What follows belongs to an exercise in optimizing a design on an open flow for small area and a short achievable clock period; a production flow would make more cautious choices. Function was checked by simulation only, so behaviour that the tests miss may differ from the original. Power is estimated from default activity; no workload was simulated.

## xenon
// dram_addr_map
module dram_addr_map (
    input  wire        clk,
    input  wire        rst,             
    input  wire [1:0]  cfg_bays,        
    input  wire [1:0]  cfg_first_quad,  
    input  wire [15:0] cfg_chan_mask,   
    input  wire [9:0]  cfg_cap_gib,     
    input  wire [2:0]  cfg_log2_nr,     
    input  wire        in_valid,
    input  wire [42:0] in_pa,
    output reg         out_valid,
    output reg  [3:0]  out_bay,
    output reg  [15:0] out_set,
    output reg  [20:0] out_tag,
    output reg         out_edge,
    output reg  [1:0]  out_slot,
    output reg  [3:0]  out_chan,
    output reg  [32:0] out_line,
    output reg         out_sub,
    output reg  [10:0] out_col,
    output reg  [2:0]  out_bg,
    output reg  [1:0]  out_bank,
    output reg  [3:0]  out_rank,
    output reg  [19:0] out_row
);
Size in the first run: ~2200 cells after synthesis, about 260 flip-flops, about 200 I/O pins, about 16000 um2 of cells after synthesis.
clock: 22.0 ns
lec_check: 0
abc_area: 1
cap_margin: 20
core_margin: 2
core_utilization: 60
cts_cluster_diameter: 100
cts_cluster_size: 27
slew_margin: 20
standard.sh (not shown) runs the stock make flow with config.mk's settings and CLKGATE_MAP_FILE= SYNTH_SCRIPT=/design/flow/synth_recipe.tcl, a recipe that flattens the netlist after the stock synthesis.
==> flow/flow/run.sh <==
#!/bin/bash
# Standard layout, with plain buf_2 cells as the port buffers (the default
# choice is a slow delay buffer), and timing repair aimed at a 16.5 ns setup
# margin on the design's clock (the SDC is unchanged).
set -euo pipefail
export BUFFER_PORTS_ARGS="-buffer_cell sky130_fd_sc_hd__buf_2"
export SETUP_SLACK_MARGIN=16.5
bash standard.sh > standard.log 2>&1
## Diff of input files: zinc against xenon
- changing CORE_UTILIZATION from 60 to 40
==> flow/flow/run.sh <==
#!/bin/bash
# Standard layout, with plain buf_1 cells as the port buffers (the default
# choice is a slow delay buffer), and timing repair aimed at a 16.5 ns setup
# margin on the design's clock (the SDC is unchanged).
set -euo pipefail
export BUFFER_PORTS_ARGS="-buffer_cell sky130_fd_sc_hd__buf_1"
export SETUP_SLACK_MARGIN=16.5
bash standard.sh > standard.log 2>&1
Notes after the runs:
- Changes observed in zinc relative to xenon: arrival time at the worst endpoint went down 0.03 ns, first-pass GRT wire length went up 2000 um, CTS buffer count went up 1, number of instances in the synthesized netlist held.
- zinc went all the way through the flow, and no timing, DRC or antenna check failed.
What fjord does differently from zinc at the input level:
- a deleted CTS_CLUSTER_DIAMETER that had been 100
- a deleted CTS_CLUSTER_SIZE that had been 27
==> flow/flow/run.sh <==
#!/bin/bash
# Standard layout, with plain buf_2 cells as the port buffers (the default
# choice is a slow delay buffer), and timing repair aimed at a 16.6 ns setup
# margin on the design's clock (the SDC is unchanged).
set -euo pipefail
export BUFFER_PORTS_ARGS="-buffer_cell sky130_fd_sc_hd__buf_2"
export SETUP_SLACK_MARGIN=16.6
bash standard.sh > standard.log 2>&1
==> comparison <==
- Worst hold slack for fjord: 0.0065 ns down relative to zinc
- Comparing zinc against fjord, there is no change at all in number of nets with antenna violations after routing.
- The clock-buffer cell count of fjord exceeds that of zinc by 20.
- Delta (fjord minus zinc): wire length +about 3%, cell count went up by 0.79%, fraction of layout instances using a drive strength above 1 +12 points.
- As far as initial core utilization goes, fjord and zinc are indistinguishable; the numbers are identical.
- fjord gives more cell internal power dissipation than zinc did.
- Measured against each other, fjord and zinc differ in global-route usage, the lower figure coming from zinc.
- Run comparison: fjord worst-path cell with the longest stage delay sky130_fd_sc_hd__dfxtp_2; zinc worst-path cell with the longest stage delay sky130_fd_sc_hd__dfxtp_1
- Total power draw (fjord vs. zinc) increases by more than 10%
The inputs of garnet differ from those of fjord as listed below.
- setting CTS_CLUSTER_DIAMETER to 100 for the first time
- setting CTS_CLUSTER_SIZE to 27 for the first time
Results
The flow did not stop early for fjord: all stages ran, and the layout cleared the timing, design-rule and antenna checks. garnet completed end to end with timing, DRC and antenna clean. Higher length of routed met3 wiring goes to fjord over garnet. Final cycle utilization of the critical path essentially unchanged between garnet and fjord. Relative to fjord, the final clock skew of garnet is higher by 0.0083 ns.
For lagoon, these inputs were changed with respect to garnet:
==> flow/flow/run.sh <==
#!/bin/bash
# Standard layout, with plain buf_2 cells as the port buffers (the default
# choice is a slow delay buffer), and timing repair aimed at a 16.5 ns setup
# margin on the design's clock (the SDC is unchanged).
set -euo pipefail
export BUFFER_PORTS_ARGS="-buffer_cell sky130_fd_sc_hd__buf_2"
export SETUP_SLACK_MARGIN=16.5
bash standard.sh > standard.log 2>&1
Notes after the runs:
lagoon -> garnet: synthesized instance count delta 0, exact match
garnet → lagoon: total design power lost 0.072 mW, number of fill cells lost 64, total wire length lost 1.2%, number of vias in the routed layout lost 134, footprint of the flip-flops and latches lost 0.93%.
Fraction of area in multi-input gates, lagoon and garnet: lower on garnet
On sequential power: lagoon sits below garnet.
lagoon vs garnet — DRC violation total after the first TritonRoute iteration climbed by more than 10%
lagoon: PASS, flow complete, no timing, DRC or antenna violations
| sequential fraction of design power | lagoon vs garnet | 0.5 points higher |
The final reports for lagoon and garnet show worst setup slack before clock tree synthesis lower in the former.

---

dram_addr_map again, from the RTL that the note above started with.
clock: 22.0 ns
lec_check: 0
abc_area: 1
cap_margin: 20
core_margin: 2
core_utilization: 40
slew_margin: 20
==> flow/flow/run.sh <==
#!/bin/bash
# Standard layout, with plain buf_1 cells as the port buffers (the default
# choice is a slow delay buffer), and timing repair aimed at a 16.6 ns setup
# margin on the design's clock (the SDC is unchanged).
set -euo pipefail
export BUFFER_PORTS_ARGS="-buffer_cell sky130_fd_sc_hd__buf_1"
export SETUP_SLACK_MARGIN=16.6
bash standard.sh > standard.log 2>&1
The first run went through all stages and came out clean.
Edit:
--- a/flow/flow/run.sh
+++ b/flow/flow/run.sh
@@ -3 +3 @@
-# choice is a slow delay buffer), and timing repair aimed at a 16.6 ns setup
+# choice is a slow delay buffer), and timing repair aimed at a 16.5 ns setup
@@ -7 +7 @@
-export SETUP_SLACK_MARGIN=16.6
+export SETUP_SLACK_MARGIN=16.5
--- a/flow/config.mk
+++ b/flow/config.mk
@@ -8 +8 @@
-export ABC_AREA = 1
+export ABC_AREA = 0
@@ -11,0 +12,2 @@
+export CTS_CLUSTER_DIAMETER = 100
+export CTS_CLUSTER_SIZE = 27
The changed run ran to the end with no violations.
Via count decreases by 11%.
Area after synthesis decreases by 1.2%.
Global-route usage decreases by 2.2 points.
Cell count decreases by 14%.
Wire length decreases by 8.2%.
Sequential share of layout area increases by 0.48 points.
Final area decreases by 1.8%.
Edit:
==> flow/flow/run.sh (replaced) <==
#!/bin/bash
# Standard layout, with plain buf_2 cells as the port buffers (the default
# choice is a slow delay buffer), and timing repair aimed at a 16.3 ns setup
# margin on the design's clock (the SDC is unchanged).
set -euo pipefail
export BUFFER_PORTS_ARGS="-buffer_cell sky130_fd_sc_hd__buf_2"
export SETUP_SLACK_MARGIN=16.3
bash standard.sh > standard.log 2>&1
--- a/flow/config.mk
+++ b/flow/config.mk
@@ -8 +8 @@
-export ABC_AREA = 0
+export ABC_AREA = 1
Effect:
- power goes down by a little under a tenth
- fmax goes down slightly
- setup slack loses 0.095 ns
- clock power hardly moves
- wire length goes up by a few percent
- sequential power goes down by a few percent

---

dram_addr_map, a different RTL version from the one above (not shown whole).
Size: roughly 2200 cells after synthesis, roughly 260 flip-flops, ~200 I/O pins, roughly 0.016 mm² of cells after synthesis.
==> flow/design.v (excerpt) <==
module dram_addr_map (
    input  wire        clk,
    input  wire        rst,             
    input  wire [1:0]  cfg_bays,        
    input  wire [1:0]  cfg_first_quad,  
    input  wire [15:0] cfg_chan_mask,   
    input  wire [9:0]  cfg_cap_gib,     
    input  wire [2:0]  cfg_log2_nr,     
    input  wire        in_valid,
    input  wire [42:0] in_pa,
    output reg         out_valid,
    output reg  [3:0]  out_bay,
    output reg  [15:0] out_set,
    output reg  [20:0] out_tag,
    output reg         out_edge,
    output reg  [1:0]  out_slot,
    output reg  [3:0]  out_chan,
    output reg  [32:0] out_line,
    output reg         out_sub,
    output reg  [10:0] out_col,
    output reg  [2:0]  out_bg,
    output reg  [1:0]  out_bank,
    output reg  [3:0]  out_rank,
    output reg  [19:0] out_row
);
export LEC_CHECK = 0
export ABC_AREA = 1
export CAP_MARGIN = 10
export CORE_MARGIN = 2
export CORE_UTILIZATION = 40
export CTS_CLUSTER_DIAMETER = 100
export CTS_CLUSTER_SIZE = 27
export SLEW_MARGIN = 10
create_clock -name core_clock -period 22.0 [get_ports {clk}]
==> flow/flow/run.sh <==
#!/bin/bash
# Standard layout (the standard.sh), with two changes made through the
# environment ORFS reads:
#  - plain buf_1 cells as the port buffers (buffer_ports otherwise picks a slow
#    delay buffer); every input and output port still gets one;
#  - timing repair aimed at a 16.5 ns setup margin on the design's clock,
#    i.e. the resizer works until paths fit in 22 - 16.5 ns. The SDC, the
#    clock period and all constraints are unchanged.
# All tool output goes to standard.log here and to ORFS's own logs under orfs/.
set -euo pipefail
export BUFFER_PORTS_ARGS="-buffer_cell sky130_fd_sc_hd__buf_1"
export SETUP_SLACK_MARGIN=16.5
bash standard.sh > standard.log 2>&1
The first run completed without violations.
Rerun with:
==> flow/flow/run.sh (replaced) <==
#!/bin/bash
# Standard layout, with plain buf_1 cells as the port buffers (the default
# choice is a slow delay buffer), and timing repair aimed at a 16.5 ns setup
# margin on the design's clock (the SDC is unchanged).
set -euo pipefail
export BUFFER_PORTS_ARGS="-buffer_cell sky130_fd_sc_hd__buf_1"
export SETUP_SLACK_MARGIN=16.5
bash standard.sh > standard.log 2>&1
CAP_MARGIN = 20   (was 10)
SLEW_MARGIN = 20   (was 10)
=> The new run finished with timing, DRC and antenna clean; worst setup slack stays the same; sequential cell count is unchanged; via count is unchanged; cell count does not change; hold slack is unchanged; synthesized cell count does not change; clock-buffer cell count is unchanged; area after synthesis stays the same; utilization stays the same; first-iteration DRC count does not change; power does not change.

-- separate check: timing with driven ports --
Ports are ideal in the flow. The routed layouts listed here were re-timed in OpenROAD.
Step 1: set_driving_cell puts a clkbuf_16 on clk and a buf_2 on each other input, an assumption about the parent block.
Step 2 adds t to the input delays and takes it off the output delays; t is the mean of the earliest and latest rising clock arrival at the registers after step 1. Input paths then give back, and output paths get back, about the clock's delay inside the block.
a / b / c = ideal / step 1 / step 2; a / b = the first two.
| run | t (ns) | setup WS [ns] | clock arrival spread, ns | slew at the worst register clock pin (ns) | cell pins on the clock port's net |
|---|---|---|---|---|---|
| xenon | 0.540 | 16.522 / 16.470 / 16.170 | 0.019 / 0.019 | 0.10 / 0.10 | 1 |
| zinc | 0.554 | 16.547 / 16.493 / 16.187 | 0.016 / 0.016 | 0.10 / 0.10 | 1 |
| fjord | 0.599 | 16.591 / 16.538 / 16.154 | 0.027 / 0.027 | 0.07 / 0.07 | 1 |
| garnet | 0.564 | 16.590 / 16.538 / 16.171 | 0.036 / 0.035 | 0.11 / 0.11 | 1 |
| lagoon | 0.550 | 16.578 / 16.524 / 16.113 | 0.034 / 0.033 | 0.10 / 0.10 | 1 |
| the first run of note 2 | 0.601 | 16.585 / 16.532 / 16.228 | 0.020 / 0.019 | 0.07 / 0.07 | 1 |
| the second run of note 2 | 0.549 | 16.555 / 16.504 / 16.209 | 0.022 / 0.022 | 0.10 / 0.10 | 1 |
| the third run of note 2 | 0.550 | 16.459 / 16.490 / 15.940 | 0.031 / 0.031 | 0.10 / 0.10 | 1 |
| the first run of note 3 | 0.551 | 16.540 / 16.491 / 16.167 | 0.040 / 0.040 | 0.11 / 0.11 | 1 |
| the second run of note 3 | 0.551 | 16.540 / 16.491 / 16.167 | 0.040 / 0.040 | 0.11 / 0.11 | 1 |
After both steps setup and hold are still met in every run listed. The setup slack of the third run of note 2, which loses most, moves by +0.031 ns with the drivers and by -0.519 ns with both steps.
